From an optimization exercise on the open Yosys and OpenROAD flow, aimed at small area, a short achievable clock period and few clock cycles per item; shortcuts taken in it are not production practice.
At most, simulation tests tie the RTL to the original design; equivalence was not proved.
Function not checked in runs 1 and 2: the RTL went through the layout flow alone.

==> flow/design.v, too long to show whole: its modules and the start of the top module <==
// module qdr_mul1: 850 lines
// module qdr_mul2: 1341 lines
// module qdr_fa: 10 lines
// module qdr_ha: 9 lines
// module quadrille: 334 lines
module quadrille (
    input  wire        clk,
    input  wire        rst,
    input  wire        cfg_valid,
    output wire        cfg_ready,
    input  wire [63:0] cfg_seed_lo,
    input  wire [63:0] cfg_seed_hi,
    input  wire [15:0] cfg_dataset_id,
    input  wire [23:0] cfg_epoch,
    input  wire [48:0] cfg_n,
    input  wire        req_valid,
    output wire        req_ready,
    input  wire [47:0] req_pos,
    input  wire        req_inv,
    input  wire [7:0]  req_tag,
    output reg         rsp_valid,
    input  wire        rsp_ready,
    output reg  [7:0]  rsp_tag,
    output reg  [47:0] rsp_index
);
  // ...
==> flow/run.sh <==
#!/bin/bash
# synth_recipe.tcl (not shown) runs the flow's synth.tcl, then flattens the netlist and writes it again
# the make line also repeats each setting of config.mk as NAME=value (left out here)
make -C /OpenROAD-flow-scripts/flow DESIGN_CONFIG=/design/flow/config.mk WORK_HOME=/design/flow/orfs CLKGATE_MAP_FILE= SYNTH_SCRIPT=/design/flow/synth_recipe.tcl finish
==> flow/config.mk <==
export PLATFORM = sky130hd
export DESIGN_NAME = quadrille
export DESIGN_NICKNAME = quadrille
export VERILOG_FILES = /design/flow/design.v
export SDC_FILE = /design/flow/constraint.sdc
export NUM_CORES = 4
export LEC_CHECK = 0
export CAP_MARGIN = 20
export CORE_MARGIN = 2
export CORE_UTILIZATION = 40
export SLEW_MARGIN = 20
export SYNTH_HIERARCHICAL = 1
export SYNTH_MINIMUM_KEEP_SIZE = 0
==> flow/constraint.sdc <==
create_clock -name core_clock -period 28.0 [get_ports {clk}]
set_input_delay 5.6000 -clock core_clock [delete_from_list [all_inputs] [get_ports {clk}]]
set_output_delay 5.6000 -clock core_clock [all_outputs]
set_load 0.01 [all_outputs]
==> summary.md, run 1 <==
| Metric | Value |
|---|---|
| Non-clock buffer contribution to total cell area | 4.707% |
| Max-Cap Viols | 0 |
| Status | complete, no violations |
| Hold Path Stages | 0 |
| Ys flop type | edfxtp_1 |
| Inverters | approximately 330 |
| Initial antenna violation count | 6 |
| Layout clock buffer count | 196 |
| Yosys cell types | between 100 and 150 |
| Multi-input gates | about 5200 |
| Req. time, crit path | around 29 ns |
| # setup viols final | 0 |
| Slew Viols, Final | 0 |
| #FFs+latches synth | about 1300 |
| # Post-CTS Setup Buffers | 0 |
| Seq cells | around 1300 |
| CP Class | flop to flop |
| ClkCell Share | 4.899% |
| Met1 Use GR | between 30 and 40% |
| Slew margin rel. | a little over a fifth |
| Synth top cells by count | fa_1 (1015), edfxtp_1 (679), dfxtp_1 (601) |
| CTS Hold Bufs | 0 |
| Multiplexer area fraction after synthesis | under 10% |
| CP bufs+invs | 2 |
| Fin crit share | a little under 30% |
| Placer Congestion | 0.9684 |
| Largest net degree at the start of global routing | roughly 200 |
| Netlist Area Pre-Place | ~0.087 mm² |
| Ratio of cells with drive above 1 in the final layout | between 10 and 15% |
| Core Box Area | about 0.22 mm² |
| Routed wire length | roughly 310000 µm |
==> module quadrille, before the edit <==
module quadrille (
    input  wire        clk,
    input  wire        rst,
    input  wire        cfg_valid,
    output wire        cfg_ready,
    input  wire [63:0] cfg_seed_lo,
    input  wire [63:0] cfg_seed_hi,
    input  wire [15:0] cfg_dataset_id,
    input  wire [23:0] cfg_epoch,
    input  wire [48:0] cfg_n,
    input  wire        req_valid,
    output wire        req_ready,
    input  wire [47:0] req_pos,
    input  wire        req_inv,
    input  wire [7:0]  req_tag,
    output reg         rsp_valid,
    input  wire        rsp_ready,
    output reg  [7:0]  rsp_tag,
    output reg  [47:0] rsp_index
);
    localparam NDP = 1;               
    localparam KPD = 8 / NDP;         
    reg [63:0] p_alo;      
    reg [63:0] p_ahi;      
    wire [63:0] x_in = cfg_seed_hi ^ {8'h51, 16'h0000, cfg_dataset_id, cfg_epoch};
    always @(posedge clk) begin
        p_alo <= cfg_seed_lo ^ (cfg_seed_lo >> 31);
        p_ahi <= x_in ^ (x_in >> 31);
    end
    reg         kg;             
    reg         kfin;           
    reg  [6:0]  kc;             
    reg         cfg_rdy;
    reg         keys_ok;
    reg  [48:0] n_q;
    reg  [4:0]  h_q;            
    reg  [511:0] kall;          
    reg         rb_full;
    reg         rq_rdy;         
    reg  [47:0] rb_pos;
    reg         rb_inv;
    reg  [7:0]  rb_tag;
    wire [47:0] n_m1 = n_q[47:0] - 48'd1;
    reg  [5:0]  nbits;
    integer     i;
    always @* begin
        nbits = 6'd0;
        for (i = 0; i < 48; i = i + 1)
            if (n_m1[i]) nbits = i[5:0] + 6'd1;
    end
    wire [4:0]  h_new = (nbits <= 6'd2) ? 5'd1 : nbits[5:1] + {4'd0, nbits[0]};
    reg  [23:0] mask;
    always @* begin
        for (i = 0; i < 24; i = i + 1)
            mask[i] = (i < h_q);
    end
    wire [23:0] sp_l  = rb_pos >> h_q;
    wire [23:0] sp_r  = rb_pos[23:0] & mask;
    wire [23:0] sp_b  = rb_inv ? sp_l : sp_r;
    wire [23:0] sp_a  = rb_inv ? sp_r : sp_l;
    wire [63:0] key_n = rb_inv ? kall[511:448] : kall[63:0];    
    wire [3:0]  kr    = kc[6:3];
    wire [2:0]  ks    = kc[2:0];
    wire        km    = kg && (kr != KPD) && (ks != 3'd3) && (ks != 3'd4);
    wire [1:0]  kstep = (ks == 3'd0 || ks == 3'd5) ? 2'd0 :
                        (ks == 3'd1 || ks == 3'd6) ? 2'd1 : 2'd2;
    wire        kqa   = kg && (kr != 4'd0) && ks == 3'd3;
    wire        kqb   = kg && (kr != 4'd0) && ks == 3'd4;
    wire        kend  = kg && (kr == KPD) && ks == 3'd4;
    reg         kdv, kdm, kdqa, kdqb, kdsrc;
    reg  [1:0]  kdstep;
    reg  [3:0]  kdkr;
    always @(posedge clk) begin
        kdv    <= kg;
        kdm    <= km;
        kdqa   <= kqa;
        kdqb   <= kqb;
        kdsrc  <= ks[2];
        kdstep <= kstep;
        kdkr   <= kr;
    end
    function [63:0] rca_f;      
        input [3:0] i;
        begin
            case (i)
                4'd0:  rca_f = 64'h9E3779B843248F67;
                4'd1:  rca_f = 64'h3C6EF37286491ECF;
                4'd2:  rca_f = 64'hDAA66D2DC893AE67;
                4'd3:  rca_f = 64'h78DDE6E50C923D9F;
                4'd4:  rca_f = 64'h1715609F525EAD57;
                4'd5:  rca_f = 64'hB54CDA5991275CCF;
                4'd6:  rca_f = 64'h53845412DC01CCB7;
                4'd7:  rca_f = 64'hF1BBCDCA19247B3F;
                4'd8:  rca_f = 64'h8FF347846678D3B7;
                4'd9:  rca_f = 64'h2E2AC13EA4BD5AAF;
                4'd10: rca_f = 64'hCC623AF9E0F72117;
                4'd11: rca_f = 64'h6A99B4B1224EB99F;
                4'd12: rca_f = 64'h08D12E6B676A11C7;
                4'd13: rca_f = 64'hA708A825B803996F;
                4'd14: rca_f = 64'h454021DEFFDD0687;
                default: rca_f = 64'hE3779B963248F67F;
            endcase
        end
    endfunction
    wire [NDP-1:0] want;        
    wire [NDP-1:0] ans;         
    wire [NDP-1:0] tk;          
    wire [NDP-1:0] kfin_w;      
    wire [48*NDP-1:0] y_all;
    wire [8*NDP-1:0]  t_all;
    wire [64*NDP-1:0] kwd_all;    
    wire [7:0]        kwe;        
    wire rfree = !rsp_valid;
    genvar g, e;
    generate
        for (g = 0; g < NDP; g = g + 1) begin : g_dp
            reg         s1v, s2v, s3v;      
            reg  [23:0] u_q;
            reg  [39:0] q_q;
            reg  [63:0] c_q;                
            reg  [63:0] d_q;                
            reg         c1_act, c2_act, c3_act;
            reg         c1_pend, c2_pend, c3_pend;    
            reg  [23:0] c1_a, c2_a, c3_a;
            reg  [23:0] c1_b, c2_b, c3_b;
            reg  [2:0]  c1_r, c2_r, c3_r;
            reg         c1_i, c2_i, c3_i;
            reg  [7:0]  c1_t, c2_t, c3_t;
            reg         s1fb;               
            reg         s1w2, s2w;          
            reg  [1:0]  s1w, s2w3, s3w;     
            reg  [2:0]  s1k, s2k, s2k3, s3k;
            wire [39:0] fb_b;               
            for (e = 0; e < 40; e = e + 1) begin : g_fb
                if (e <= 5)
                    assign fb_b[e] = c_q[e] ^ c_q[e + 29] ^ c_q[e + 58];
                else if (e <= 34)
                    assign fb_b[e] = c_q[e] ^ c_q[e + 29];
                else
                    assign fb_b[e] = c_q[e];
            end
            wire [39:0] q1 = s1fb ? fb_b : q_q;
            wire [63:0] b_n;
            qdr_mul1 u_mul1 (.q(q1), .u(u_q), .b(b_n));
            wire [63:0] c_n = b_n ^ (b_n >> 29);
            wire [63:0] d_n;
            qdr_mul2 u_mul2 (.c(c_q), .d(d_n));
            wire [63:0] m  = d_q ^ (d_q >> 32);
            wire [23:0] f  = m[23:0] & mask;
            wire [23:0] na = c3_b;
            wire [23:0] nb = c3_a ^ f;
            wire [2:0]  nr = c3_r + 3'd1;
            wire [23:0] va  = c3_pend ? c3_a : na;
            wire [23:0] vb  = c3_pend ? c3_b : nb;
            wire [23:0] jhi = c3_i ? vb : va;
            wire [23:0] jlo = c3_i ? va : vb;
            wire [47:0] y   = ({24'd0, jhi} << h_q) | {24'd0, jlo};
            wire        y_in = ({1'b0, y} < n_q);
            wire done  = s3v && (c3_r == 3'd7) && y_in;
            wire waitr = !s3v && c3_act && c3_pend;
            wire idle  = !s3v && !c3_act;
            wire cont  = s3v && !done;
            assign want[g] = done || waitr;
            if (g == 0) begin : g_p0
                assign ans[g] = want[g] && rfree;
                assign tk[g]  = keys_ok && rb_full && (idle || ans[g]);
            end else begin : g_pn
                assign ans[g] = want[g] && rfree && !(|want[g-1:0]);
                assign tk[g]  = keys_ok && rb_full && (idle || ans[g]) && !(|tk[g-1:0]);
            end
            wire blk = want[g] && !ans[g];
            assign y_all[48 * g +: 48] = y;
            assign t_all[8 * g +: 8]   = c3_t;
            wire [2:0]  gk   = g * KPD + kdkr;          
            wire [2:0]  gkm  = g * KPD + kdkr - 1;      
            wire [63:0] ka   = (kdsrc ? p_ahi : p_alo) ^ rca_f({gk, kdsrc});
            wire [2:0]  nk   = c3_i ? ~nr : nr;
            wire [2:0]  kidx = (kdv || kfin) ? gkm : nk;
            wire [63:0] key_c = kall[64 * kidx +: 64];
            reg  [23:0] ku;
            always @* begin
                if (kdm)
                    ku = (kdstep == 2'd0) ? {8'd0, ka[63:48]} :
                         (kdstep == 2'd1) ? ka[47:24] : ka[23:0];
                else if (kdqa)
                    ku = {8'd0, key_c[63:48]};
                else
                    ku = key_c[47:24];
            end
            wire [63:0] m_kx = key_c ^ m;
            wire [63:0] kwd  = s2w ? {fb_b, key_c[23:0]} :
                               (s3w == 2'd1) ? m : (m_kx ^ (m_kx >> 31));
            assign kfin_w[g] = s2w;
            always @(posedge clk) begin
                if (rst) begin
                    s1v <= 1'b0; s2v <= 1'b0; s3v <= 1'b0;
                    c1_act <= 1'b0; c2_act <= 1'b0; c3_act <= 1'b0;
                    c1_pend <= 1'b0; c2_pend <= 1'b0; c3_pend <= 1'b0;
                    s1fb <= 1'b0;
                    s1w2 <= 1'b0; s2w <= 1'b0;
                    s1w <= 2'd0; s2w3 <= 2'd0; s3w <= 2'd0;
                end else begin
                    s2v <= s1v;
                    s3v <= s2v;
                    c2_act  <= c1_act;  c3_act  <= c2_act;
                    c2_pend <= c1_pend; c3_pend <= c2_pend;
                    s1fb <= kdv && ((kdm && kdstep != 2'd0) || kdqb);
                    s1w  <= (kdm && kdstep == 2'd2) ? (kdsrc ? 2'd2 : 2'd1) : 2'd0;
                    s1w2 <= kdqb;
                    s2w  <= s1w2;
                    s2w3 <= s1w;
                    s3w  <= s2w3;
                    s1v     <= tk[g] || cont;
                    c1_act  <= tk[g] || (c3_act && !ans[g]);
                    c1_pend <= !tk[g] && blk;
                end
            end
            always @(posedge clk) begin
                c_q <= c_n;
                d_q <= d_n;
                s1k  <= kdqb ? gkm : gk;
                s2k  <= s1k;
                s2k3 <= s1k;
                s3k  <= s2k3;
                c2_a <= c1_a; c3_a <= c2_a;
                c2_b <= c1_b; c3_b <= c2_b;
                c2_r <= c1_r; c3_r <= c2_r;
                c2_i <= c1_i; c3_i <= c2_i;
                c2_t <= c1_t; c3_t <= c2_t;
                if (tk[g]) begin
                    c1_a <= sp_a;
                    c1_b <= sp_b;
                    c1_r <= 3'd0;
                    c1_i <= rb_inv;
                    c1_t <= rb_tag;
                end else begin
                    c1_a <= (s3v && !(waitr)) ? na : c3_a;
                    c1_b <= (s3v && !(waitr)) ? nb : c3_b;
                    c1_r <= s3v ? nr : c3_r;
                    c1_i <= c3_i;
                    c1_t <= c3_t;
                end
                if (kdv) begin
                    u_q <= ku;
                    q_q <= 40'd0;
                end else if (tk[g]) begin
                    u_q <= key_n[23:0] ^ sp_b;
                    q_q <= key_n[63:24];
                end else begin
                    u_q <= key_c[23:0] ^ nb;
                    q_q <= key_c[63:24];
                end
            end
            assign kwd_all[64 * g +: 64] = kwd;
            for (e = 0; e < KPD; e = e + 1) begin : g_kw
                assign kwe[g * KPD + e] = (s3w != 2'd0 && s3k == g * KPD + e) ||
                                          (s2w && s2k == g * KPD + e);
            end
        end
    endgenerate
    assign req_ready = rq_rdy;
    assign cfg_ready = cfg_rdy;
    wire rb_take_in = rq_rdy && req_valid;
    wire take_any   = |tk;
    wire ans_any    = |ans;
    reg [47:0] y_ans;
    reg [7:0]  t_ans;
    integer k;
    always @* begin
        y_ans = y_all[47:0];
        t_ans = t_all[7:0];
        for (k = NDP - 1; k >= 0; k = k - 1)
            if (ans[k]) begin
                y_ans = y_all[48 * k +: 48];
                t_ans = t_all[8 * k +: 8];
            end
    end
    always @(posedge clk) begin
        if (rst) begin
            kg      <= 1'b0;
            kfin    <= 1'b0;
            kc      <= 6'd0;
            cfg_rdy <= 1'b0;
            keys_ok <= 1'b0;
            rb_full <= 1'b0;
            rq_rdy  <= 1'b0;
            rsp_valid <= 1'b0;
        end else begin
            if (cfg_rdy) begin
                cfg_rdy <= 1'b0;
                keys_ok <= 1'b1;
            end else if (!kg && !kfin && cfg_valid) begin
                kg      <= 1'b1;
                keys_ok <= 1'b0;
            end else if (kg) begin
                if (kend) begin
                    kg   <= 1'b0;
                    kfin <= 1'b1;
                end
            end
            kc <= kg ? kc + 7'd1 : kfin ? kc : 7'd0;
            if (kfin && kfin_w[0]) begin         
                kfin    <= 1'b0;
                cfg_rdy <= 1'b1;
            end
            rb_full <= (rb_full && !take_any) || rb_take_in;
            rq_rdy  <= !((rb_full && !take_any) || rb_take_in);
            if (ans_any)
                rsp_valid <= 1'b1;
            else if (rsp_valid && rsp_ready)
                rsp_valid <= 1'b0;
        end
    end
    always @(posedge clk) begin
        for (k = 0; k < 8; k = k + 1)
            if (kwe[k])
                kall[64 * k +: 64] <= kwd_all[64 * (k / KPD) +: 64];
    end
    always @(posedge clk) begin
        if (kg && kc == 7'd0)
            n_q <= cfg_n;                        
        if (kg)
            h_q <= h_new;
        if (rq_rdy) begin
            rb_pos <= req_pos;
            rb_inv <= req_inv;
            rb_tag <= req_tag;
        end
        if (ans_any) begin
            rsp_tag   <= t_ans;
            rsp_index <= y_ans;
        end
    end
endmodule
==> inputs of run 2 (changes only) <==
--- a/flow/design.v
+++ b/flow/design.v
@@ -2229,5 +2229,5 @@
     output reg  [47:0] rsp_index
 );
-    localparam NDP = 1;               
+    localparam NDP = 2;               
     localparam KPD = 8 / NDP;         
     reg [63:0] p_alo;      
@@ -2243,5 +2243,5 @@
     reg         cfg_rdy;
     reg         keys_ok;
-    reg  [48:0] n_q;
+    reg  [48:0] n_q;            
     reg  [4:0]  h_q;            
     reg  [511:0] kall;          
@@ -2265,6 +2265,7 @@
             mask[i] = (i < h_q);
     end
-    wire [23:0] sp_l  = rb_pos >> h_q;
-    wire [23:0] sp_r  = rb_pos[23:0] & mask;
+    wire [47:0] sh_in = kg ? n_q[47:0] : rb_pos;
+    wire [23:0] sp_l  = sh_in >> h_q;
+    wire [23:0] sp_r  = sh_in[23:0] & mask;
     wire [23:0] sp_b  = rb_inv ? sp_l : sp_r;
     wire [23:0] sp_a  = rb_inv ? sp_r : sp_l;
@@ -2366,5 +2367,6 @@
             wire [23:0] jlo = c3_i ? va : vb;
             wire [47:0] y   = ({24'd0, jhi} << h_q) | {24'd0, jlo};
-            wire        y_in = ({1'b0, y} < n_q);
+            wire        y_in = n_q[48] || (jhi < n_q[47:24]) ||
+                               ((jhi == n_q[47:24]) && (jlo < n_q[23:0]));
             wire done  = s3v && (c3_r == 3'd7) && y_in;
             wire waitr = !s3v && c3_act && c3_pend;
@@ -2478,8 +2480,8 @@
     integer k;
     always @* begin
-        y_ans = y_all[47:0];
-        t_ans = t_all[7:0];
-        for (k = NDP - 1; k >= 0; k = k - 1)
-            if (ans[k]) begin
+        y_ans = y_all[48 * (NDP - 1) +: 48];
+        t_ans = t_all[8 * (NDP - 1) +: 8];
+        for (k = NDP - 2; k >= 0; k = k - 1)
+            if (want[k]) begin
                 y_ans = y_all[48 * k +: 48];
                 t_ans = t_all[8 * k +: 8];
@@ -2530,6 +2532,8 @@
         if (kg && kc == 7'd0)
             n_q <= cfg_n;                        
-        if (kg)
+        if (kg && kc == 7'd1)
             h_q <= h_new;
+        if (kg && kc == 7'd2)
+            n_q <= {n_q[48], sp_l, sp_r};
         if (rq_rdy) begin
             rb_pos <= req_pos;
@@ -2537,5 +2541,5 @@
             rb_tag <= req_tag;
         end
-        if (ans_any) begin
+        if (!rsp_valid) begin                    
             rsp_tag   <= t_ans;
             rsp_index <= y_ans;
==> flow/flow/run.sh (new file) <==
#!/bin/bash
# Layout: the standard flow (standard.sh, unchanged synthesis and steps),
# with buf_4 cells as the port buffers that placement inserts.
export BUFFER_PORTS_ARGS="-buffer_cell sky130_fd_sc_hd__buf_4"
bash standard.sh > standard.log 2>&1
==> flow/standard.sh (new file) <==
#!/bin/bash
# synth_recipe.tcl (not shown) runs the flow's synth.tcl, then flattens the netlist and writes it again
# the make line also repeats each setting of config.mk as NAME=value (left out here)
make -C /OpenROAD-flow-scripts/flow DESIGN_CONFIG=/design/flow/config.mk WORK_HOME=/design/flow/orfs CLKGATE_MAP_FILE= SYNTH_SCRIPT=/design/flow/synth_recipe.tcl "${@:-finish}"
removed: flow/run.sh
==> run 2 against run 1 <==
Routed wire length grew 97%. Die area grew 63%. Global-route usage up 5.5 points. Sequential share of layout area down 7.4 points. Critical path type unchanged. First-iteration DRC count grew 110%. Cell area grew 60%. Final cell count increased by 69%. Still clean on timing, DRC and antenna. Core utilization decreased by 1.2 points. Via count rose by 78%. Register-to-register slack gained 0.07 ns. Critical path depth decreased by 2.
==> summary.md, run 2 <==
| Metric | Value |
|---|---|
| # setup viols final | 0 (unchanged) |
| Post-synthesis compound-gate area fraction | 11.27% (was 10.11%) |
| Post-Synth Adder-Cell Area | 32.88% (was 27.04%) |
| Nets | 15430 (was 8974) |
| Post-Synthesis Cells | 12400 (was 7123) |
| WL per Instance | 34.59 µm (was 29.62 µm) |
| Worst hold path class | flop to flop (unchanged) |
| Req. time, crit path | 28.76 ns (was 28.75 ns) |
| Slew margin rel. | 12.67% (was 21.19%) |
| Io pins | 338 (unchanged) |
| Netlist Area Pre-Place | 0.1433 mm² (was 0.08732 mm²) |
| Simple-gate portion of the synthesized area | 8.192% (was 7.596%) |
| Most frequent cells in the layout | fa_1 (2030), dfxtp_1 (965), nor2_1 (868) (was fa_1 (1015), edfxtp_1 (679), dfxtp_1 (589)) |
| Max reg flops | 512 (unchanged) |
| Largest family of logic cells by synthesized area | adder cells (unchanged) |
| Vias in the first global route | 109500 (was 62490) |
| Status | complete, no violations (unchanged) |
| Number of I/O port buffers | 337 (unchanged) |
| DRT iter0 DRCs | 14220 (was 6627) |
| CP arrival | 9.03 ns (was 9.09 ns) |
| Fin. Hold Viols | 0 (unchanged) |
| Clock period minus worst slack | 8.266 ns (was 8.338 ns) |
| # Post-CTS Setup Buffers | 0 (unchanged) |
| Fmax | 121.0 MHz (was 119.9 MHz) |
| Crit path launch type | flop (unchanged) |
| Async SR Flop Fraction | 0% (unchanged) |
| CTS root buf | clkbuf_16 (unchanged) |
| Initial antenna violation count | 36 (was 6) |
| Largest regs | kall (512), g_dp.c_q (128), g_dp.d_q (128) |
| Skew final | 0.1096 ns (was 0.08389 ns) |
| DIE AREA | 0.3630 mm² (was 0.2220 mm²) |
| Ys flop type | dfxtp_1 (was edfxtp_1) |
| DIE WIDTH | 602.5 µm (was 471.2 µm) |
| Fin crit share | 29.52% (was 29.78%) |
| Area leader, netlist | fa_1 (was edfxtp_1) |
| CTS tree | built (unchanged) |
| Core Box Area | 0.3562 mm² (was 0.2172 mm²) |
| Synth area leaders | fa_1 (28%), edfxtp_1 (14%), dfxtp_1 (14%) (was edfxtp_1 (23%), fa_1 (23%), dfxtp_1 (14%)) |
| Routed wire length | 606400 µm (was 307700 µm) |
| Slew Viols, Final | 0 (unchanged) |
| Total CTS buffers | 183 (was 142) |
| DP Wirelength | 470900 µm (was 234600 µm) |
| #FFs+latches synth | 1664 (was 1280) |
| Worst slack, placed | 20.16 ns (was 19.76 ns) |
| Register area share after synthesis | 27.99% (was 37.13%) |
| Syn nets | 15230 (was 8680) |
| Residual DRC | 0 (unchanged) |
| CTS Hold Bufs | 0 (unchanged) |
| Placer Congestion | 1.012 (was 0.9684) |
| Yosys cell types | 117 (was 106) |
| Ratio of cells with drive above 1 in the final layout | 13.98% (was 10.31%) |
| Synth-to-Final Area Change | 10.62% (was 13.68%) |
| Pre-antenna DRT Iters | 8 (was 7) |
| Commonest non-fill, non-tap cell in the layout | fa_1 (unchanged) |
| First-pass GRT wire length | 843800 µm (was 443800 µm) |
| Multiplexer area fraction after synthesis | 10.11% (was 9.344%) |
| Fin Hold WS | 0.2634 ns (was 0.2982 ns) |
| Routed Antenna Nets | 0 (unchanged) |
| Syn Area/Cell | 11.55 µm² (was 12.26 µm²) |
| Clk buf depth | 4 (was 3) |
| Clock Latency Late Sink | 0.92 ns (was 0.83 ns) |
| Synth warn | 7 (unchanged) |
| Vias per cell | 6.194 (was 5.887) |
| Largest net degree at the start of global routing | 109 (was 202) |
| CTS sink cnt | 1664 (was 1280) |
| RSZ-0062 raised after global routing | no (unchanged) |
| CP Max Fanout | 108 (was 201) |
| Grt total ovfl | 0 (unchanged) |
| Worst-Margin Slew | 1.301 ns (was 1.149 ns) |
| XOR/XNOR Fraction of Synth Area | 6.144% (was 5.758%) |
| Crit end category | flop (unchanged) |
| Clk slew on worst S/H paths | 0.06 ns (was 0.07 ns) |
| # H-tree levels | 4 (unchanged) |
| CP Class | flop to flop (unchanged) |
| Worst Setup Slack, final | 19.73 ns (was 19.66 ns) |
| Starting Density | 40.22% (was 40.21%) |
| Post-cts resize count | 0 (unchanged) |
| Max-Cap Viols | 0 (unchanged) |
| EDFF count, synth | 679 (unchanged) |
| Most flops, register | kall (unchanged) |
| Share of the synthesized area in the top cell type | 28.36% (was 23.35%) |
| Final Util | 44.49% (was 45.71%) |
| Synth top cells by count | fa_1 (2030), dfxtp_1 (985), nor2_1 (871) (was fa_1 (1015), edfxtp_1 (679), dfxtp_1 (601)) |
| Via count | 108600 (was 61160) |
| Row count | 219 (was 171) |
| Most frequent cell after synthesis | fa_1 (unchanged) |
| Die Span Y | 602.5 µm (was 471.2 µm) |
| Gr usage total | 33.01% (was 27.53%) |
| Setup TNS | 0 ns (unchanged) |
-- run 2: path summary, 6_finish.rpt --
check	from	endpoint	slack, ns	cells after the start
hold reg to reg	g_dp[0].c2_a[10]	g_dp[0].c3_a[10]	0.26	0
setup / recovery	h_q[0]	g_dp[0].u_q[14]	19.73	19
hold / removal	g_dp[0].c2_a[10]	g_dp[0].c3_a[10]	0.26	0
setup reg to reg	h_q[0]	g_dp[0].u_q[14]	19.73	19
-- run 2: critical path, cell delays in order, from the launching register on --
cell	delay (ns)
edfxtp_1	0.85
buf_12	0.58
nand3_1	0.32
a21oi_2	0.56
nand2_1	0.14
xor2_1	0.31
a211o_1	0.18
o21ai_0	0.22
ha_1	0.38
nand4_1	0.15
nor3_1	0.30
and2_0	0.22
o211ai_1	0.14
a21bo_2	0.36
o21ai_1	0.55
a21o_4	0.40
buf_4	0.66
buf_4	0.85
nand2b_1	0.31
o221a_2	0.34
-- run 2: cell type report --
type | count | area, µm²
Tap cell | 4751 | 5944
Sequential cell | 1664 | 40150
Inverter | 574 | 2155
Multi-Input combinational cell | 9500 | 98560
Antenna cell | 21 | 52.55
Fill cell | 33330 | 197700
Clock inverter | 90 | 1011
Timing Repair Buffer | 682 | 5264
Clock buffer | 251 | 5350
-- run 2: Yosys stat by module (local to each module, per instance) --
module / area, µm² / copies in the design / flip-flops and latches
qdr_mul1: 4332 / 2 / 0
quadrille: 84270 / 1 / 1664
qdr_fa: 20.02 / 2028 / 0
qdr_ha: 12.51 / 76 / 0
qdr_mul2: 4393 / 2 / 0
-- run 2: routing by layer --
layer,track usage (%),vias to the layer above,share of wire (%)
met5,0,-,0.021
met4,22.77,18,8.5
met3,7.844,1599,11
met2,50.83,7076,44
met1,41.14,55640,36
li1,-,44260,-
-- run 2: logic make-up after synthesis --
logic type               Yosys count
AO/OA/AOI/OAI                   2452
XOR/XNOR                        1005
adder cells (fa/ha/maj)         2547
buffers and inverters           1236
flip-flops                      1664
multiplexers                     960
AND/OR/NAND/NOR                 2536
-- run 2: through the flow --
stage	std cells	area (µm²)
global route	17520	158500
detailed placement	17170	152000
floorplan	12400	143300
global placement	17170	152000
finish	17530	158500
CTS	17510	158400
==> inputs of run 3 (changes only) <==
--- a/flow/design.v
+++ b/flow/design.v
@@ -2260,8 +2260,9 @@
     end
     wire [4:0]  h_new = (nbits <= 6'd2) ? 5'd1 : nbits[5:1] + {4'd0, nbits[0]};
-    reg  [23:0] mask;
-    always @* begin
+    reg  [23:0] mask;           
+    always @(posedge clk) begin
         for (i = 0; i < 24; i = i + 1)
-            mask[i] = (i < h_q);
+            if (kg && kc == 7'd2)
+                mask[i] <= (i < h_q);
     end
     wire [47:0] sh_in = kg ? n_q[47:0] : rb_pos;
@@ -2291,25 +2292,24 @@
         kdkr   <= kr;
     end
-    function [63:0] rca_f;      
+    function [63:0] rca_f;
         input [3:0] i;
         begin
-            case (i)
-                4'd0:  rca_f = 64'h9E3779B843248F67;
-                4'd1:  rca_f = 64'h3C6EF37286491ECF;
-                4'd2:  rca_f = 64'hDAA66D2DC893AE67;
-                4'd3:  rca_f = 64'h78DDE6E50C923D9F;
-                4'd4:  rca_f = 64'h1715609F525EAD57;
-                4'd5:  rca_f = 64'hB54CDA5991275CCF;
-                4'd6:  rca_f = 64'h53845412DC01CCB7;
-                4'd7:  rca_f = 64'hF1BBCDCA19247B3F;
-                4'd8:  rca_f = 64'h8FF347846678D3B7;
-                4'd9:  rca_f = 64'h2E2AC13EA4BD5AAF;
-                4'd10: rca_f = 64'hCC623AF9E0F72117;
-                4'd11: rca_f = 64'h6A99B4B1224EB99F;
-                4'd12: rca_f = 64'h08D12E6B676A11C7;
-                4'd13: rca_f = 64'hA708A825B803996F;
-                4'd14: rca_f = 64'h454021DEFFDD0687;
-                default: rca_f = 64'hE3779B963248F67F;
-            endcase
+            rca_f = 64'd0;
+            rca_f = rca_f | ({64{i == 4'd0}} & 64'h9E3779B843248F67);
+            rca_f = rca_f | ({64{i == 4'd1}} & 64'h3C6EF37286491ECF);
+            rca_f = rca_f | ({64{i == 4'd2}} & 64'hDAA66D2DC893AE67);
+            rca_f = rca_f | ({64{i == 4'd3}} & 64'h78DDE6E50C923D9F);
+            rca_f = rca_f | ({64{i == 4'd4}} & 64'h1715609F525EAD57);
+            rca_f = rca_f | ({64{i == 4'd5}} & 64'hB54CDA5991275CCF);
+            rca_f = rca_f | ({64{i == 4'd6}} & 64'h53845412DC01CCB7);
+            rca_f = rca_f | ({64{i == 4'd7}} & 64'hF1BBCDCA19247B3F);
+            rca_f = rca_f | ({64{i == 4'd8}} & 64'h8FF347846678D3B7);
+            rca_f = rca_f | ({64{i == 4'd9}} & 64'h2E2AC13EA4BD5AAF);
+            rca_f = rca_f | ({64{i == 4'd10}} & 64'hCC623AF9E0F72117);
+            rca_f = rca_f | ({64{i == 4'd11}} & 64'h6A99B4B1224EB99F);
+            rca_f = rca_f | ({64{i == 4'd12}} & 64'h08D12E6B676A11C7);
+            rca_f = rca_f | ({64{i == 4'd13}} & 64'hA708A825B803996F);
+            rca_f = rca_f | ({64{i == 4'd14}} & 64'h454021DEFFDD0687);
+            rca_f = rca_f | ({64{i == 4'd15}} & 64'hE3779B963248F67F);
         end
     endfunction
@@ -2534,5 +2534,5 @@
         if (kg && kc == 7'd1)
             h_q <= h_new;
-        if (kg && kc == 7'd2)
+        if (kg && kc == 7'd3)
             n_q <= {n_q[48], sp_l, sp_r};
         if (rq_rdy) begin
==> flow/run.sh (new file) <==
#!/bin/bash
# synth_recipe.tcl (not shown) runs the flow's synth.tcl, then flattens the netlist and writes it again
# the make line also repeats each setting of config.mk as NAME=value (left out here)
make -C /OpenROAD-flow-scripts/flow DESIGN_CONFIG=/design/flow/config.mk WORK_HOME=/design/flow/orfs CLKGATE_MAP_FILE= SYNTH_SCRIPT=/design/flow/synth_recipe.tcl finish
removed: flow/flow/run.sh
removed: flow/standard.sh
==> run 3 against run 2 <==
Non-clock buffer count up 6. First-iteration DRC count up 1.9%. Synthesized cell count up 0.36%. Synthesized area up 1.4%. Core utilization about the same. Final cell count up 0.49%. Global-route usage up 0.65 points. Critical path type unchanged. Fmax down 4.1%. Routed wire length up 2.3%. Register-to-register slack worse by 0.35 ns.
==> summary.md, run 3 <==
| Metric | Value |
|---|---|
| Status | complete, no violations (unchanged) |
| #FFs+latches synth | 1638 (was 1664) |
| Starting Density | 40.15% (was 40.22%) |
| Most frequent cells in the layout | fa_1 (2030), dfxtp_1 (916), nor2_1 (828) (was fa_1 (2030), dfxtp_1 (965), nor2_1 (868)) |
| Synth-to-Final Area Change | 10.91% (was 10.62%) |
| Fin crit share | 30.78% (was 29.52%) |
| Largest regs | kall (512), g_dp.c_q (128), g_dp.d_q (128) (unchanged) |
| Most Crowded Layer GR | met2 (unchanged) |
| Clk buf depth | 4 (unchanged) |
| Initial antenna violation count | 58 (was 36) |
| Crit end category | flop (unchanged) |
| Number of I/O port buffers | 337 (unchanged) |
| Max reg flops | 512 (unchanged) |
| Row count | 221 (was 219) |
| Fin. Hold Viols | 0 (unchanged) |
| Synth warn | 7 (unchanged) |
| Via count | 110900 (was 108600) |
| Yosys cell types | 125 (was 117) |
| Max-Cap Viols | 0 (unchanged) |
| Final Util | 44.53% (was 44.49%) |
| Placer Congestion | 1.055 (was 1.012) |
| CTS sink cnt | 1638 (was 1664) |
| Slew margin rel. | 6.046% (was 12.67%) |
| Io pins | 338 (unchanged) |
| Total CTS buffers | 185 (was 183) |
| Post-Synthesis Cells | 12450 (was 12400) |
| CP Class | flop to flop (unchanged) |
| Skew final | 0.1136 ns (was 0.1096 ns) |
| Grt total ovfl | 0 (unchanged) |
| CTS Hold Bufs | 0 (unchanged) |
| Routed wire length | 620300 µm (was 606400 µm) |
| Worst-Margin Slew | 1.399 ns (was 1.301 ns) |
| CTS tree | built (unchanged) |
| Crit path launch type | flop (unchanged) |
| Req. time, crit path | 28.67 ns (was 28.76 ns) |
| Ys flop type | dfxtp_1 (unchanged) |
| Worst Setup Slack, final | 19.38 ns (was 19.73 ns) |
| Fin Hold WS | 0.2857 ns (was 0.2634 ns) |
| Most flops, register | kall (unchanged) |
| Netlist Area Pre-Place | 0.1453 mm² (was 0.1433 mm²) |
| Core Box Area | 0.3620 mm² (was 0.3562 mm²) |
| DIE AREA | 0.3682 mm² (was 0.3630 mm²) |
| Residual DRC | 0 (unchanged) |
| Worst hold path class | flop to flop (unchanged) |
| DP Wirelength | 480700 µm (was 470900 µm) |
| Syn Area/Cell | 11.68 µm² (was 11.55 µm²) |
| Pre-antenna DRT Iters | 8 (unchanged) |
| Largest net degree at the start of global routing | 100 (was 109) |
| Share of the synthesized area in the top cell type | 27.96% (was 28.36%) |
| Gr usage total | 33.67% (was 33.01%) |
| Synth area leaders | fa_1 (28%), edfxtp_1 (15%), dfxtp_1 (13%) (was fa_1 (28%), edfxtp_1 (14%), dfxtp_1 (14%)) |
| Final std cells w/o fill | 17620 (was 17530) |
| Ratio of cells with drive above 1 in the final layout | 11.70% (was 13.98%) |
| WL per Instance | 35.21 µm (was 34.59 µm) |
| Setup TNS | 0 ns (unchanged) |
| Vias in the first global route | 111900 (was 109500) |
| CTS root buf | clkbuf_16 (unchanged) |
| Syn nets | 15250 (was 15230) |
| Slew Viols, Final | 0 (unchanged) |
| # Post-CTS Setup Buffers | 0 (unchanged) |
| # setup viols final | 0 (unchanged) |
| Routed Antenna Nets | 0 (unchanged) |
| CP Max Fanout | 87 (was 108) |
| DRT iter0 DRCs | 14500 (was 14220) |
| Die Span Y | 606.8 µm (was 602.5 µm) |
| Met1 Use GR | 41.79% (was 41.14%) |
| Post-cts resize count | 0 (unchanged) |
| CP arrival | 9.29 ns (was 9.03 ns) |
| Async SR Flop Fraction | 0% (unchanged) |
| Most frequent cell after synthesis | fa_1 (unchanged) |
| Register area share after synthesis | 27.40% (was 27.99%) |
| Synth top cells by count | fa_1 (2030), dfxtp_1 (935), nor2_1 (830) (was fa_1 (2030), dfxtp_1 (985), nor2_1 (871)) |
| Nets | 15440 (was 15430) |
| Commonest non-fill, non-tap cell in the layout | fa_1 (unchanged) |
| RSZ-0062 raised after global routing | no (unchanged) |
| DIE WIDTH | 606.8 µm (was 602.5 µm) |
| # H-tree levels | 4 (unchanged) |
| Met3 layer usage reported by global route | 10.05% (was 7.844%) |
| EDFF count, synth | 703 (was 679) |
| Area leader, netlist | fa_1 (unchanged) |
| GR Util met2 | 49.86% (was 50.83%) |
| Cell count after placement | 17250 (was 17170) |
| Vias per cell | 6.297 (was 6.194) |
| Reg2reg setup slack | 19.38 ns (was 19.73 ns) |
| Clock period minus worst slack | 8.619 ns (was 8.266 ns) |
| Clock Latency Late Sink | 0.95 ns (was 0.92 ns) |
| Clk slew on worst S/H paths | 0.06 ns (about the same) |
| Fmax | 116.0 MHz (was 121.0 MHz) |
| First-pass GRT wire length | 867900 µm (was 843800 µm) |
| Worst slack, placed | 19.93 ns (was 20.16 ns) |
[run 3: cells by family after synthesis]
kind of cell	after synthesis	share of synthesized area [%]
and+or+nand+nor	2649	8.861
buffers and inverters	1273	3.646
xor gates and xnor gates	1020	6.152
adders and majority gates	2521	32.19
DFF	1638	27.40
AOI/OAI and AO/OA	2329	10.64
muxes	1015	11.11
[run 3: worst paths after layout]
kind	start	endpoint	depth (start not counted)
max	g_dp[0].d_q[52]	g_dp[0].q_q[17]	18
min	g_dp[1].c1_b[2]	g_dp[1].c2_b[2]	0
max reg2reg	g_dp[0].d_q[52]	g_dp[0].q_q[17]	18
min reg2reg	g_dp[1].c1_b[2]	g_dp[1].c2_b[2]	0
[run 3: cell type report]
| class | instances | area, µm² |
|---|---|---|
| fill | 33530 | 200800 |
| multi-input combinational | 9534 | 100500 |
| sequential | 1638 | 39880 |
| timing repair buffer | 688 | 6103 |
| tap | 4794 | 5998 |
| clock buffer | 265 | 5444 |
| inverter | 594 | 2230 |
| clock inverter | 76 | 908.4 |
| antenna | 30 | 75.07 |
[run 3: layer usage]
layer  wire [µm]  vias to the layer above
li1            -                    44720
met1      224900                    56800
met2      266500                     7415
met3       73040                     1966
met4       55540                       40
met5         289                        -
[run 3: Yosys stat by module, one instance, submodules excluded]
module / cells / flip-flops and latches
qdr_mul1: 643 / 0
quadrille: 7689 / 1638
qdr_ha: 1 / 0
qdr_fa: 1 / 0
qdr_mul2: 683 / 0
[run 3: metrics by stage]
stage | cell area (µm²)
final | 161200
after CTS | 161000
after global placement | 154600
after detailed placement | 154700
after global routing | 161100
after floorplan | 145300
[run 3: critical path: stages (launching register included)]
cell and delay, ns:
dfxtp_1 0.71, xor2_1 0.52, nand2_1 0.14, xnor2_1 0.23, nand2_1 0.10, o21ai_0 0.07, o21ai_0 0.96, ha_1 0.24
nand4_1 0.19, nor4_1 0.77, o21ai_0 0.29, a211oi_1 0.72, nor4_2 0.21, o21ai_1 0.47, a21o_4 0.27, buf_4 0.65
buf_4 0.92, nor2_1 0.11, a211oi_1 0.72
Testbench counts of run 3, summed over its fixed seeds: cycles 34,484, items 3,072.
==> inputs of run 4 (changes only) <==
--- a/flow/config.mk
+++ b/flow/config.mk
@@ -8,5 +8,5 @@
 export CAP_MARGIN = 20
 export CORE_MARGIN = 2
-export CORE_UTILIZATION = 40
+export CORE_UTILIZATION = 55
 export SLEW_MARGIN = 20
 export SYNTH_HIERARCHICAL = 1
==> run 4 against run 3 <==
Clock skew fell by 0.047 ns. Final cell count down 7.4%. Core utilization up 16 points. Global-route usage up 13 points. Clock-buffer cell count decreased by 17. Non-clock buffer count grew 4. Critical endpoint is now g_dp[0].u_q[6]. Die area decreased by 27%. Critical path depth fell by 1. Synthesized cell count stayed put. Hold slack better by 0.011 ns.
==> summary.md, run 4 <==
| Metric | Value |
|---|---|
| DIE AREA | 0.2684 mm² (was 0.3682 mm²) |
| Clock Latency Late Sink | 0.93 ns (was 0.95 ns) |
| Largest regs | kall (512), g_dp.c_q (128), g_dp.d_q (128) (unchanged) |
| # setup viols final | 0 (unchanged) |
| WL per Instance | 38.91 µm (was 35.21 µm) |
| Crit end category | flop (unchanged) |
| #FFs+latches synth | 1638 (unchanged) |
| Via count | 113900 (was 110900) |
| Synth-to-Final Area Change | 9.752% (was 10.91%) |
| Gr usage total | 47.14% (was 33.67%) |
| Crit path launch type | flop (unchanged) |
| Total CTS buffers | 184 (was 185) |
| DRT iter0 DRCs | 15930 (was 14500) |
| Most flops, register | kall (unchanged) |
| Status | complete, no violations (unchanged) |
| RSZ-0062 raised after global routing | no (unchanged) |
| Ratio of cells with drive above 1 in the final layout | 12.02% (was 11.70%) |
| Grt total ovfl | 0 (unchanged) |
| Yosys cell types | 125 (unchanged) |
| Worst-Margin Slew | 1.330 ns (was 1.399 ns) |
| Max reg flops | 512 (unchanged) |
| Placed Area | 0.1532 mm² (was 0.1547 mm²) |
| Fin crit share | 29.16% (was 30.78%) |
| CTS root buf | clkbuf_16 (unchanged) |
| Fmax | 122.5 MHz (was 116.0 MHz) |
| Most Crowded Layer GR | met2 (unchanged) |
| Vias in the first global route | 115100 (was 111900) |
| DIE WIDTH | 518.0 µm (was 606.8 µm) |
| Core Box Area | 0.2625 mm² (was 0.3620 mm²) |
| Residual DRC | 0 (unchanged) |
| Met1 Use GR | 57.12% (was 41.79%) |
| Fin. Hold Viols | 0 (unchanged) |
| Setup TNS | 0 ns (unchanged) |
| CP Class | flop to flop (unchanged) |
| Ys flop type | dfxtp_1 (unchanged) |
| Skew final | 0.06697 ns (was 0.1136 ns) |
| Die Span Y | 518.0 µm (was 606.8 µm) |
| Clock period minus worst slack | 8.165 ns (was 8.619 ns) |
| Register area share after synthesis | 27.40% (unchanged) |
| Final std cells w/o fill | 16320 (was 17620) |
| CTS tree | built (unchanged) |
| Commonest non-fill, non-tap cell in the layout | fa_1 (unchanged) |
| Row count | 188 (was 221) |
| Netlist Area Pre-Place | 0.1453 mm² (unchanged) |
| Largest net degree at the start of global routing | 98 (was 100) |
| CTS sink cnt | 1638 (unchanged) |
| Most frequent cell after synthesis | fa_1 (unchanged) |
| First-pass GRT wire length | 886700 µm (was 867900 µm) |
| Worst hold path class | flop to flop (unchanged) |
| Worst slack, placed | 20.26 ns (was 19.93 ns) |
| EDFF count, synth | 703 (unchanged) |
| Req. time, crit path | 28.82 ns (was 28.67 ns) |
| DP Wirelength | 494500 µm (was 480700 µm) |
| Synth top cells by count | fa_1 (2030), dfxtp_1 (935), nor2_1 (830) (unchanged) |
| Slew margin rel. | 10.78% (was 6.046%) |
| Share of the synthesized area in the top cell type | 27.96% (unchanged) |
| Met3 layer usage reported by global route | 16.97% (was 10.05%) |
| Clk buf depth | 4 (unchanged) |
| Starting Density | 55.36% (was 40.15%) |
| Vias per cell | 6.974 (was 6.297) |
| CTS Hold Bufs | 0 (unchanged) |
| Post-cts resize count | 0 (unchanged) |
| Multi-input logic area | 0.1007 mm² (was 0.1005 mm²) |
| Syn Area/Cell | 11.68 µm² (unchanged) |
| Max-Cap Viols | 0 (unchanged) |
| Design area | 0.1595 mm² (was 0.1612 mm²) |
| CP arrival | 8.98 ns (was 9.29 ns) |
| Number of I/O port buffers | 337 (unchanged) |
| Async SR Flop Fraction | 0% (unchanged) |
| GR Util met2 | 68.51% (was 49.86%) |
| Sequential cell area | 0.03988 mm² (unchanged) |
| Pre-antenna DRT Iters | 7 (was 8) |
| Routed Antenna Nets | 0 (unchanged) |
| Routed wire length | 635200 µm (was 620300 µm) |
| Io pins | 338 (unchanged) |
| # H-tree levels | 4 (unchanged) |
| Most frequent cells in the layout | fa_1 (2030), dfxtp_1 (914), nor2_1 (829) (was fa_1 (2030), dfxtp_1 (916), nor2_1 (828)) |
| Synth warn | 7 (unchanged) |
| CP Max Fanout | 97 (was 87) |
| Placer Congestion | 1.109 (was 1.055) |
| Initial antenna violation count | 52 (was 58) |
| Cell count after placement | 15970 (was 17250) |
| Slew Viols, Final | 0 (unchanged) |
| Clk slew on worst S/H paths | 0.07 ns (was 0.06 ns) |
| Syn nets | 15250 (unchanged) |
| Area leader, netlist | fa_1 (unchanged) |
| Fill count | 21320 (was 33530) |
| # Post-CTS Setup Buffers | 0 (unchanged) |
| Post-Synthesis Cells | 12450 (unchanged) |
| Nets | 15440 (about the same) |
| Synth area leaders | fa_1 (28%), edfxtp_1 (15%), dfxtp_1 (13%) (unchanged) |
| Worst Setup Slack, final | 19.84 ns (was 19.38 ns) |
==> run 4: worst max-delay path, cell delays in order (launching register included) <==
cell and delay [ns]:
dfxtp_4 0.66, buf_4 0.77, nor2b_2 0.42, buf_4 0.32
a2111o_1 0.41, a311oi_1 0.92, inv_1 0.14, ha_1 0.37
nand3_1 0.08, o221ai_1 0.25, a221oi_1 0.15, o2111ai_1 0.29
a31oi_1 0.22, o21ai_1 0.47, a21o_4 0.66, buf_4 0.86
nand2_1 0.27, o221a_2 0.35
==> run 4: per-stage QoR <==
stage | util, % | hold slack, ns
after floorplan | - | 0.3096
after global placement | 58.29 | 0.3096
after global routing | 60.75 | 0.3043
after detailed placement | 58.35 | 0.3121
after CTS | 60.70 | 0.2771
final | 60.76 | 0.2971
==> run 4: final timing paths <==
kind                        start         endpoint  slack, ns  cells past startpoint
setup / recovery     g_dp[0].c3_i   g_dp[0].u_q[6]      19.84                     17
hold reg to reg   g_dp[0].c1_a[8]  g_dp[0].c2_a[8]       0.30                      0
hold / removal    g_dp[0].c1_a[8]  g_dp[0].c2_a[8]       0.30                      0
setup reg to reg     g_dp[0].c3_i   g_dp[0].u_q[6]      19.84                     17
==> run 4: cells by family (layout without fill, tap and decap cells) <==
group                      Yosys count  after routing  share of synthesized area, %
and+or+nand+nor                   2649           2649                         8.861
AOI/OAI and AO/OA                 2329           2329                         10.64
other                                0             17                             0
DFF                               1638           1638                         27.40
muxes                             1015           1015                         11.11
adders and majority gates         2521           2521                         32.19
xor gates and xnor gates          1020           1020                         6.152
buffers and inverters             1273           1620                         3.646
==> run 4: layout make-up <==
class                      count  area share, %
antenna                       17        0.02667
clock buffer                 248          3.366
clock inverter                86         0.4965
inverter                     594          1.398
multi-input combinational   9534          63.12
sequential                  1638          25.00
tap                         3515          2.757
timing repair buffer         692          3.828
==> run 4: Yosys stat by module (local to each module, per instance) <==
module / cell area, µm² / flops+latches / cells inside
qdr_mul1: 4188 / 0 / 643
qdr_mul2: 4393 / 0 / 683
quadrille: 86620 / 1638 / 7689
qdr_fa: 20.02 / 0 / 1
qdr_ha: 12.51 / 0 / 1
==> run 4: routing by layer <==
metal | part of all wire [%] | up-vias | routed length (µm)
met2 | 42 | 8982 | 269800
met1 | 34 | 57700 | 214900
met4 | 10 | 40 | 63900
li1 | - | 44720 | -
met3 | 14 | 2414 | 86300
met5 | 0.061 | - | 387
==> inputs of run 5 (changes only) <==
--- a/flow/design.v
+++ b/flow/design.v
@@ -2376,8 +2376,8 @@
             if (g == 0) begin : g_p0
                 assign ans[g] = want[g] && rfree;
-                assign tk[g]  = keys_ok && rb_full && (idle || ans[g]);
+                assign tk[g]  = keys_ok && rb_full && idle;
             end else begin : g_pn
                 assign ans[g] = want[g] && rfree && !(|want[g-1:0]);
-                assign tk[g]  = keys_ok && rb_full && (idle || ans[g]) && !(|tk[g-1:0]);
+                assign tk[g]  = keys_ok && rb_full && idle && !(|tk[g-1:0]);
             end
             wire blk = want[g] && !ans[g];
--- a/flow/config.mk
+++ b/flow/config.mk
@@ -8,5 +8,5 @@
 export CAP_MARGIN = 20
 export CORE_MARGIN = 2
-export CORE_UTILIZATION = 55
+export CORE_UTILIZATION = 40
 export SLEW_MARGIN = 20
 export SYNTH_HIERARCHICAL = 1
==> run 5 against run 4 <==
First-iteration DRC count shrank 4.3%. Die area grew 36%. Clock-buffer cell count grew 4. Still clean. Critical endpoint is now req_ready. Clock skew grew 0.031 ns. Register-to-register slack gained 0.41 ns.
==> summary.md, run 5 <==
| Metric | Value |
|---|---|
| Worst slack, placed | 20.62 ns (was 20.26 ns) |
| Async SR Flop Fraction | 0% (unchanged) |
| Synth area leaders | fa_1 (28%), edfxtp_1 (15%), dfxtp_1 (13%) (unchanged) |
| Setup TNS | 0 ns (unchanged) |
| Worst Setup Slack, final | 20.18 ns (was 19.84 ns) |
| Reg2reg setup slack | 20.25 ns (was 19.84 ns) |
| Fin. Hold Viols | 0 (unchanged) |
| EDFF count, synth | 703 (unchanged) |
| Max-Cap Viols | 0 (unchanged) |
| Largest regs | kall (512), g_dp.c_q (128), g_dp.d_q (128) (unchanged) |
| Fmax | 127.8 MHz (was 122.5 MHz) |
| Starting Density | 40.13% (was 55.36%) |
| Most frequent cell after synthesis | fa_1 (unchanged) |
| Worst Reg-to-Reg Cells | 15 (was 17) |
| Crit path launch type | flop (unchanged) |
| Routed wire length | 615600 µm (was 635200 µm) |
| CP Cell Sequence | clkdlybuf4s50_1 (was buf_4 -> nor2b_2 -> buf_4 -> a2111o_1 -> a311oi_1 -> inv_1 -> ha_1 -> nand3_1 -> o221ai_1 -> a221oi_1 -> o2111ai_1 -> a31oi_1 -> o21ai_1 -> a21o_4 -> buf_4 -> nand2_1 -> o221a_2) |
| CP Class | flop to output pin (was flop to flop) |
| Slew margin rel. | 14.08% (was 10.78%) |
| DRT iter0 DRCs | 15250 (was 15930) |
| Commonest non-fill, non-tap cell in the layout | fa_1 (unchanged) |
| WL per Instance | 35.02 µm (was 38.91 µm) |
| Grt total ovfl | 0 (unchanged) |
| Vias per cell | 6.281 (was 6.974) |
| Via count | 110400 (was 113900) |
| First-pass GRT wire length | 859200 µm (was 886700 µm) |
| Clock Latency Late Sink | 0.95 ns (was 0.93 ns) |
| Io pins | 338 (unchanged) |
| CTS Hold Bufs | 0 (unchanged) |
| Core Box Area | 0.3584 mm² (was 0.2625 mm²) |
| Sequential cell area | 0.03988 mm² (about the same) |
| Number of I/O port buffers | 337 (unchanged) |
| Syn nets | 15210 (was 15250) |
| Ratio of cells with drive above 1 in the final layout | 11.35% (was 12.02%) |
| CP arrival | 2.22 ns (was 8.98 ns) |
| Req. time, crit path | 22.40 ns (was 28.82 ns) |
| Worst hold path class | flop to flop (unchanged) |
| Largest net degree at the start of global routing | 120 (was 98) |
| Pre-antenna DRT Iters | 9 (was 7) |
| Nets | 15420 (was 15440) |
| Gr usage total | 33.56% (was 47.14%) |
| Status | complete, no violations (unchanged) |
| Max incr delay on CP | 0.63 ns (was 0.92 ns) |
| CTS tree | built (unchanged) |
| Multi-input logic area | 0.09947 mm² (was 0.1007 mm²) |
| Most frequent cells in the layout | fa_1 (2030), dfxtp_1 (915), nor2_1 (812) (was fa_1 (2030), dfxtp_1 (914), nor2_1 (829)) |
| Skew final | 0.09814 ns (was 0.06697 ns) |
| DIE WIDTH | 603.6 µm (was 518.0 µm) |
| Post-Synthesis Cells | 12410 (was 12450) |
| Initial antenna violation count | 54 (was 52) |
| Synth-to-Final Area Change | 11.40% (was 9.752%) |
| CP bufs+invs | 1 (was 4) |
| Fin Hold WS | 0.2992 ns (was 0.2971 ns) |
| Total CTS buffers | 188 (was 184) |
| DIE AREA | 0.3644 mm² (was 0.2684 mm²) |
| Vias in the first global route | 110200 (was 115100) |
| WHS Endpoint | g_dp[0].c2_a[16] (was g_dp[0].c2_a[8]) |
| Yosys cell types | 114 (was 125) |
| Routed Antenna Nets | 0 (unchanged) |
| Register area share after synthesis | 27.69% (was 27.40%) |
| Residual DRC | 0 (unchanged) |
| Largest delay share family, worst path | buffers and inverters (was compound AO/OA/AOI/OAI gates) |
| HP Start | g_dp[0].c1_a[16] (was g_dp[0].c1_a[8]) |
| # H-tree levels | 4 (unchanged) |
| Netlist Area Pre-Place | 0.1438 mm² (was 0.1453 mm²) |
| # setup viols final | 0 (unchanged) |
| CTS sink cnt | 1638 (unchanged) |
| Slew Viols, Final | 0 (unchanged) |
| Crit Reg-Reg Startpoint | g_dp[0].c3_i (unchanged) |
| Area leader, netlist | fa_1 (unchanged) |
| Critical R2R Capture | rsp_index[10] (was g_dp[0].u_q[6]) |
| Clk slew on worst S/H paths | 0.06 ns (was 0.07 ns) |
| Placer Congestion | 1.090 (was 1.109) |
| Worst-Margin Slew | 1.281 ns (was 1.330 ns) |
| Post-cts resize count | 0 (unchanged) |
| Die Span Y | 603.6 µm (was 518.0 µm) |
| Fin crit share | 27.94% (was 29.16%) |
| Fill count | 33320 (was 21320) |
| Crit end category | output pin (was flop) |
| # Post-CTS Setup Buffers | 0 (unchanged) |
| Ys flop type | dfxtp_1 (unchanged) |
| Max reg flops | 512 (unchanged) |
| Syn Area/Cell | 11.59 µm² (was 11.68 µm²) |
| Clock period minus worst slack | 7.822 ns (was 8.165 ns) |
| Most flops, register | kall (unchanged) |
| CTS root buf | clkbuf_16 (unchanged) |
| Row count | 220 (was 188) |
| CP Max Fanout | 24 (was 97) |
| Clk buf depth | 4 (unchanged) |
| Synth warn | 7 (unchanged) |
| Hold Path Stages | 0 (unchanged) |
| #FFs+latches synth | 1638 (unchanged) |
| RSZ-0062 raised after global routing | no (unchanged) |
| Share of the synthesized area in the top cell type | 28.26% (was 27.96%) |
| Synth top cells by count | fa_1 (2030), dfxtp_1 (935), nor2_1 (812) (was fa_1 (2030), dfxtp_1 (935), nor2_1 (830)) |
| Slowest CP cell | clkdlybuf4s50_1 (was a311oi_1) |
| DP Wirelength | 479100 µm (was 494500 µm) |
[run 5: cell types whose count changed after synthesis, moves of 30 or more]
cell	before	now
nor3_1	212	145
nand2_1	727	785
mux4_2	382	416
a21oi_1	679	649
a211oi_1	220	190
buf_2	150	107
o211ai_1	109	163
mux4_1	40	0
clkbuf_1	390	460
mux2i_1	368	415
o21ai_0	460	585
[run 5: kinds of logic after synthesis]
group	after synthesis	synth area share, %
XOR/XNOR	1026	6.248
AO/OA/AOI/OAI	2373	10.65
multiplexers	1011	10.82
flip-flops	1638	27.69
buffers and inverters	1254	3.411
AND/OR/NAND/NOR	2582	8.656
adder cells (fa/ha/maj)	2521	32.53
[run 5: metrics by stage]
step / instances / utilization [%] / cell area [µm²]
floorplan: 12410 / - / 143800
global placement: 17200 / 42.82 / 153500
detailed placement: 17200 / 42.84 / 153500
CTS: 17550 / 44.67 / 160100
global route: 17570 / 44.70 / 160200
finish: 17580 / 44.71 / 160200
[run 5: layout make-up]
type / count / area share (%)
timing repair buffer: 696 / 3.793
inverter: 583 / 1.367
antenna: 25 / 0.03905
clock inverter: 97 / 0.7622
sequential: 1638 / 24.89
tap: 4773 / 3.727
multi-input combinational: 9513 / 62.08
clock buffer: 252 / 3.337
[run 5: how the worst max path moves through the flow]
stage,from,to,slack [ns],cells past startpoint
final,rq_rdy,req_ready,20.18,1
after global placement,g_dp[0].c3_i,rsp_index[10],20.62,15
after CTS,rq_rdy,req_ready,20.16,1
after detailed placement,g_dp[0].c3_i,rsp_index[10],20.62,15
after global routing,g_dp[0].c3_i,rsp_index[10],20.03,15
after floorplan,rq_rdy,req_ready,20.80,0
[run 5: Yosys stat by module, one instance, submodules excluded]
| module | copies in the design | flops+latches | area, µm² |
|---|---|---|---|
| quadrille | 1 | 1638 | 85120 |
| qdr_mul2 | 2 | 0 | 4393 |
| qdr_mul1 | 2 | 0 | 4188 |
| qdr_fa | 2028 | 0 | 20.02 |
| qdr_ha | 76 | 0 | 12.51 |
[run 5: routing by layer]
layer / part of all wire [%] / GRT usage [%]
met4: 8.6 / 23.29
met2: 43 / 49.56
met3: 12 / 10.07
met1: 36 / 42.19
met5: 0.034 / 0
Testbench counts of run 5, summed over its fixed seeds: cycles 36,005, items 3,072.
==> inputs of run 6 (changes only) <==
--- a/flow/config.mk
+++ b/flow/config.mk
@@ -8,5 +8,5 @@
 export CAP_MARGIN = 20
 export CORE_MARGIN = 2
-export CORE_UTILIZATION = 40
+export CORE_UTILIZATION = 55
 export SLEW_MARGIN = 20
 export SYNTH_HIERARCHICAL = 1
==> run 6 against run 5 <==
Clock skew shrank 0.041 ns. Cell area is 1.4% lower. First-iteration DRC count grew 2.2%. Via count up 0.81%. Fmax decreased by 0.57%. Global-route usage rose by 12 points. Register-to-register slack worse by 0.12 ns. Core utilization rose by 16 points. Non-clock buffer count decreased by 33. Still clean on timing, DRC and antenna.
==> summary.md, run 6 <==
| Metric | Value |
|---|---|
| Clock period minus worst slack | 7.867 ns (was 7.822 ns) |
| Worst-Margin Slew | 1.360 ns (was 1.281 ns) |
| Placed Area | 0.1517 mm² (was 0.1535 mm²) |
| Max reg flops | 512 (unchanged) |
| Crit end category | flop (was output pin) |
| Via count | 111300 (was 110400) |
| Ratio of cells with drive above 1 in the final layout | 10.99% (was 11.35%) |
| Multi-input logic area | 0.09955 mm² (was 0.09947 mm²) |
| CTS tree | built (unchanged) |
| DRT iter0 DRCs | 15590 (was 15250) |
| Vias in the first global route | 112900 (was 110200) |
| Largest regs | kall (512), g_dp.c_q (128), g_dp.d_q (128) (unchanged) |
| Routed wire length | 600000 µm (was 615600 µm) |
| Slew Viols, Final | 0 (unchanged) |
| Synth top cells by count | fa_1 (2030), dfxtp_1 (935), nor2_1 (812) (unchanged) |
| Syn Area/Cell | 11.59 µm² (unchanged) |
| Fmax | 127.1 MHz (was 127.8 MHz) |
| Ys flop type | dfxtp_1 (unchanged) |
| Crit path launch | g_dp[0].c3_i (was rq_rdy) |
| Worst hold path class | flop to flop (unchanged) |
| Max incr delay on CP | 0.83 ns (was 0.63 ns) |
| Sequential cell area | 0.03988 mm² (about the same) |
| Clk buf depth | 3 (was 4) |
| Slowest CP cell | buf_4 (was clkdlybuf4s50_1) |
| Commonest non-fill, non-tap cell in the layout | fa_1 (unchanged) |
| Setup TNS | 0 ns (unchanged) |
| Number of I/O port buffers | 337 (unchanged) |
| Most flops, register | kall (unchanged) |
| Die Span Y | 515.4 µm (was 603.6 µm) |
| Io pins | 338 (unchanged) |
| Vias per cell | 6.844 (was 6.281) |
| Starting Density | 55.33% (was 40.13%) |
| Placer Congestion | 1.070 (was 1.090) |
| Grt total ovfl | 0 (unchanged) |
| #FFs+latches synth | 1638 (unchanged) |
| Residual DRC | 0 (unchanged) |
| Skew final | 0.05695 ns (was 0.09814 ns) |
| Design area | 0.1580 mm² (was 0.1602 mm²) |
| # H-tree levels | 4 (unchanged) |
| WL per Instance | 36.90 µm (was 35.02 µm) |
| Synth area leaders | fa_1 (28%), edfxtp_1 (15%), dfxtp_1 (13%) (unchanged) |
| Core Box Area | 0.2599 mm² (was 0.3584 mm²) |
| Share of the synthesized area in the top cell type | 28.26% (unchanged) |
| DIE AREA | 0.2656 mm² (was 0.3644 mm²) |
| Nets | 15370 (was 15420) |
| Yosys cell types | 114 (unchanged) |
| Synth-to-Final Area Change | 9.818% (was 11.40%) |
| Register area share after synthesis | 27.69% (unchanged) |
| Async SR Flop Fraction | 0% (unchanged) |
| CP dominant cell by count | buf_4 |
| Total CTS buffers | 175 (was 188) |
| Crit Reg-Reg Startpoint | g_dp[0].c3_i (unchanged) |
| Routed Antenna Nets | 0 (unchanged) |
| Initial antenna violation count | 56 (was 54) |
| Area leader, netlist | fa_1 (unchanged) |
| Status | complete, no violations (unchanged) |
| Gr usage total | 45.38% (was 33.56%) |
| Pre-antenna DRT Iters | 10 (was 9) |
| Fin crit share | 28.10% (was 27.94%) |
| Slew margin rel. | 8.654% (was 14.08%) |
| Largest delay share family, worst path | compound AO/OA/AOI/OAI gates (was buffers and inverters) |
| Most frequent cell after synthesis | fa_1 (unchanged) |
| Most frequent cells in the layout | fa_1 (2030), dfxtp_1 (917), nor2_1 (810) (was fa_1 (2030), dfxtp_1 (915), nor2_1 (812)) |
| Post-Synthesis Cells | 12410 (unchanged) |
| Clock Latency Late Sink | 0.89 ns (was 0.95 ns) |
| RSZ-0062 raised after global routing | no (unchanged) |
| DP Wirelength | 467000 µm (was 479100 µm) |
| Max-Cap Viols | 0 (unchanged) |
| # setup viols final | 0 (unchanged) |
| Fin. Hold Viols | 0 (unchanged) |
run 6: cell counts after synthesis:
Identical to the previous run, type by type.
run 6: stage by stage:
| step | hold slack [ns] | utilization, % | std cells | worst slack [ns] |
|---|---|---|---|---|
| final | 0.3015 | 60.76 | 16260 | 20.13 |
| after global routing | 0.3091 | 60.75 | 16240 | 19.96 |
| after CTS | 0.2966 | 60.67 | 16220 | 20.40 |
| after detailed placement | 0.3121 | 58.37 | 15890 | 20.43 |
| after global placement | 0.3098 | 58.36 | 15890 | 20.72 |
| after floorplan | 0.3096 | - | 12410 | 20.80 |
run 6: cell families after synthesis:
logic type	after synthesis	share of synthesized area (%)
mux	1011	10.82
fa+ha+maj	2521	32.53
buf+inv	1254	3.411
compound gates	2373	10.65
flops	1638	27.69
xor+xnor	1026	6.248
simple gates	2582	8.656
run 6: Yosys stat by module, one instance, submodules excluded:
module / area, µm² / cells inside
qdr_mul2: 4393 / 683
qdr_ha: 12.51 / 1
qdr_fa: 20.02 / 1
quadrille: 85120 / 7649
qdr_mul1: 4188 / 643
run 6: path summary, 6_finish.rpt:
path / slack (ns) / endpoint / cells past startpoint
worst max-delay path: 20.13 / rsp_index[12] / 15
worst min-delay path: 0.30 / g_dp[1].s2k3[2] / 0
worst max register to register: 20.13 / rsp_index[12] / 15
worst min register to register: 0.30 / g_dp[1].s2k3[2] / 0
run 6: area by class of cell:
class | instances | area share (%)
repair buffers | 663 | 3.727
flip-flops and latches | 1638 | 25.25
diodes | 41 | 0.06496
well taps | 3496 | 2.769
clock inverters | 74 | 0.4951
multi-input cells | 9513 | 63.02
inverters | 583 | 1.386
clock buffers | 252 | 3.286
run 6: worst register-to-register path: cells and delay by family (launching register included):
family                     cells  cell delay [ns]
AOI/OAI and AO/OA              6             2.96
adders and majority gates      1             0.38
muxes                          1             0.70
and+or+nand+nor                4             1.05
buffers and inverters          3             1.76
DFF                            1             0.78
run 6: routing by layer:
metal | track usage (%) | vias up | share of wire (%)
li1 | - | 44390 | -
met1 | 56.59 | 56640 | 36
met2 | 65.25 | 8216 | 42
met3 | 19.27 | 1982 | 14
met4 | 27.65 | 56 | 7.6
met5 | 0.9863 | - | 0.14

static timing again, ports no longer ideal:
The flow's constraints put no driver on any port. The routed layouts listed below were extracted and timed again, unchanged, in two steps. Step 1 sets driving cells, clkbuf_16 on the clock port and buf_2 on the other inputs (assumed; they add their load-dependent delay and slew). Step 2, shift: input delay + t, output delay - t, t = (earliest + latest rising clock arrival at the registers) / 2. This alone moves slack from input paths to output paths. Three values: ideal ports, drivers, drivers and shift; two values: the first two.
run	t (ns)	setup slack, ns	latest minus earliest clock arrival (ns)
run 1	0.886	19.662 / 19.662 / 19.662	0.089 / 0.090
run 2	0.977	19.734 / 19.734 / 19.734	0.110 / 0.110
run 3	1.008	19.381 / 19.381 / 19.381	0.114 / 0.114
run 4	1.002	19.836 / 19.836 / 19.836	0.068 / 0.068
run 5	1.021	20.178 / 20.057 / 20.245	0.101 / 0.102
run 6	0.950	20.133 / 20.133 / 20.133	0.063 / 0.063
After both steps setup and hold are still met in every run listed.
